This is an optimization exercise on Yosys and OpenROAD, whose aim is small area, not a production implementation. Only simulation tests tie the RTL to the original design; equivalence was not proved. Power figures rest on the tool's default switching activity, not on a simulated workload. No driver is modelled on the clock port, so clocking that relies on it looks cheaper here than on a real chip.

==> flow/design.v (excerpt) <==
module zr_wheel (
    input  wire        clk,
    input  wire        rst_n,           
    input  wire        tick,
    input  wire        lol,
    input  wire        abort,
    input  wire        retune,
    input  wire        cmd_start,
    input  wire        cmd_stop,
    input  wire        cmd_home,
    input  wire        cfg_we,
    input  wire [2:0]  cfg_addr,
    input  wire [31:0] cfg_wdata,
    input  wire        seg_we,
    input  wire [3:0]  seg_widx,
    input  wire [31:0] seg_wword0,
    input  wire [31:0] seg_wword1,
    input  wire        load_commit,
    input  wire [5:0]  load_nseg,
    output reg  [31:0] ofs,
    output reg  [1:0]  state,
    output reg         gliding,
    output reg         pend,
    output reg         home_pend,
    output reg  [3:0]  seg,
    output reg  [15:0] pcnt,
    output reg  [15:0] underrun_cnt,
    output reg  [15:0] clip_cnt,
    output reg         ev_clip,
    output reg         ev_empty,
    output reg         ev_done,
    output reg         ev_glide,
    output reg         ev_underrun,
    output reg         ev_pause,
    output reg         ev_resume,
    output reg         ev_abort,
    output reg         ev_poison,
    output reg         ev_nostart
);
Size: roughly 2100 flip-flops, ~220 I/O pins, about 86000 µm² of cells after synthesis.
==> flow/config.mk <==
export PLATFORM = sky130hd
export DESIGN_NAME = zr_wheel
export DESIGN_NICKNAME = zr_wheel
export VERILOG_FILES = /design/flow/design.v
export SDC_FILE = /design/flow/constraint.sdc
export NUM_CORES = 4
export LEC_CHECK = 0
export ABC_AREA = 1
export CAP_MARGIN = 20
export CORE_MARGIN = 2
export CORE_UTILIZATION = 60
export SLEW_MARGIN = 20
==> flow/constraint.sdc <==
create_clock -name core_clock -period 15.0 [get_ports {clk}]
set_input_delay 3.0000 -clock core_clock [delete_from_list [all_inputs] [get_ports {clk}]]
set_output_delay 3.0000 -clock core_clock [all_outputs]
set_load 0.01 [all_outputs]
standard.sh (not shown) runs the stock make flow with config.mk's settings and CLKGATE_MAP_FILE= SYNTH_SCRIPT=/design/flow/synth_recipe.tcl, a recipe that flattens the netlist after the stock synthesis.
==> flow/flow/run.sh <==
#!/bin/bash
# Standard ORFS layout with three changes:
#  - Yosys's ABC step uses flow/abc_area.script (area-oriented mapping with
#    choices) instead of ORFS's abc_area.script; nothing else in synthesis
#    changes, so the registers are those of the standard synthesis;
#  - ports are buffered with the smallest buffer;
#  - clock tree synthesis uses larger sink clusters and no dummy loads.
set -euo pipefail
here=$(pwd)
rm -rf "$here/scripts_local"
cp -r "$FLOW_HOME/scripts" "$here/scripts_local"
cp "$here/flow/abc_area.script" "$here/scripts_local/abc_area.script"
export SCRIPTS_DIR="$here/scripts_local"
export BUFFER_PORTS_ARGS="-buffer_cell sky130_fd_sc_hd__buf_1"
export CTS_ARGS="-sink_clustering_enable -repair_clock_nets -dont_use_dummy_load -sink_clustering_size 30 -sink_clustering_max_diameter 100"
bash standard.sh > "$here/standard.log" 2>&1
==> flow/flow/abc_area.script <==
strash
dch -f
map -a
&get -n
&dch -f
&nf -R 1000
&put
topo
stime -c
buffer -c
upsize -c
dnsize -c
Then changed:
--- a/flow/flow/run.sh
+++ b/flow/flow/run.sh
@@ -15 +15 @@
-export CTS_ARGS="-sink_clustering_enable -repair_clock_nets -dont_use_dummy_load -sink_clustering_size 30 -sink_clustering_max_diameter 100"
+export CTS_ARGS="-sink_clustering_enable -repair_clock_nets -dont_use_dummy_load -sink_clustering_size 25 -sink_clustering_max_diameter 100"
Settings changed: CAP_MARGIN 20 to 10, CORE_UTILIZATION 60 to 70, SLEW_MARGIN 20 to 10.
The changed run finished with timing, DRC and antenna clean. Core utilization rises by 10 points. Sequential share of layout area rises by 0.11 points. Power rises by about 1.4%. Cell count falls by about 3.4%. Cell area barely changes. Area after synthesis stays the same. Maximum frequency rises by 1.3%. Sequential power hardly moves.
Then changed:
Settings changed: CORE_UTILIZATION 70 to 60.
Outcome:
- The changed run finished clean
- core utilization went down by 10 points
- final area went up by 0.49%
- cell count went up by 3.6%
- hold slack barely changes
Then changed:
==> flow/flow/run.sh (replaced) <==
#!/bin/bash
# Standard ORFS layout with two changes: ports are buffered with the smallest
# buffer, and clock tree synthesis uses larger sink clusters and no dummy loads.
set -euo pipefail
export BUFFER_PORTS_ARGS="-buffer_cell sky130_fd_sc_hd__buf_1"
export CTS_ARGS="-sink_clustering_enable -repair_clock_nets -dont_use_dummy_load -sink_clustering_size 30 -sink_clustering_max_diameter 100"
bash standard.sh > standard.log 2>&1
Settings changed: CAP_MARGIN 10 to 20, SLEW_MARGIN 10 to 20.
removed: flow/flow/abc_area.script
Result:
- fmax rose by roughly a tenth
- via count rose by roughly a tenth
- die area rose by a few percent
- design area rose by a few percent
- routed wire length rose by roughly a tenth
- register-to-register slack improves by 1200 ps
Then changed:
==> flow/flow/run.sh (replaced) <==
#!/bin/bash
# Standard ORFS layout with three changes:
#  - Yosys's ABC step uses flow/abc_area.script (area-oriented mapping with
#    choices) instead of ORFS's abc_area.script; nothing else in synthesis
#    changes, so the registers are those of the standard synthesis;
#  - ports are buffered with the smallest buffer;
#  - clock tree synthesis uses larger sink clusters and no dummy loads.
set -euo pipefail
here=$(pwd)
rm -rf "$here/scripts_local"
cp -r "$FLOW_HOME/scripts" "$here/scripts_local"
cp "$here/flow/abc_area.script" "$here/scripts_local/abc_area.script"
export SCRIPTS_DIR="$here/scripts_local"
export BUFFER_PORTS_ARGS="-buffer_cell sky130_fd_sc_hd__buf_1"
export CTS_ARGS="-sink_clustering_enable -repair_clock_nets -dont_use_dummy_load -sink_clustering_size 30 -sink_clustering_max_diameter 100"
bash standard.sh > "$here/standard.log" 2>&1
==> flow/flow/abc_area.script (new file) <==
strash
dch -f
map -a
&get -n
&dch -f
&nf -R 1000
&put
topo
stime -c
buffer -c
upsize -c
dnsize -c
Settings changed: CAP_MARGIN 20 to 10, CORE_UTILIZATION 60 to 70, SLEW_MARGIN 20 to 10.
Result: The changed run produced a clean layout; worst setup slack degrades by 1100 ps; synthesized area falls by about 5%; cell count went down by 21%; final area goes down by about 5.3%; sequential share of layout area rose by 3.5 points; sequential power is about the same; register-to-register slack got worse by 1100 ps; core utilization increases by 10 points; routed wire length decreases by 13%; fmax falls by about 8%; total power barely changes.

## separate check: timing with driven ports
In the flow no input, the clock included, has a driving cell. The finished layouts below were timed again as built, in two steps. Step 1 assumes that a clkbuf_16 drives the clock port and a buf_2 every other input. Step 2, shift: input delay + t, output delay - t, t = (earliest + latest rising clock arrival at the registers) / 2. This alone moves slack from input paths to output paths. a / b / c = ideal / step 1 / step 2; a / b = the first two.
run	t, ns	setup WS [ns]	hold slack, ns	slew at the worst register clock pin (ns)	worst data-port slew with drivers (ns)
the first run	0.788	1.090 / 1.090 / 1.090	0.458 / 0.458 / 0.458	0.12 / 0.12	0.14
the second run	0.787	1.273 / 1.273 / 1.273	0.460 / 0.460 / 0.460	0.11 / 0.11	0.14
the third run	0.807	1.076 / 1.076 / 1.076	0.461 / 0.461 / 0.461	0.11 / 0.11	0.15
the fourth run	0.791	2.310 / 2.310 / 2.310	0.466 / 0.466 / 0.466	0.12 / 0.12	0.07
the fifth run	0.765	1.245 / 1.245 / 1.245	0.462 / 0.462 / 0.462	0.12 / 0.12	0.16
After both steps setup and hold are still met in every run listed.
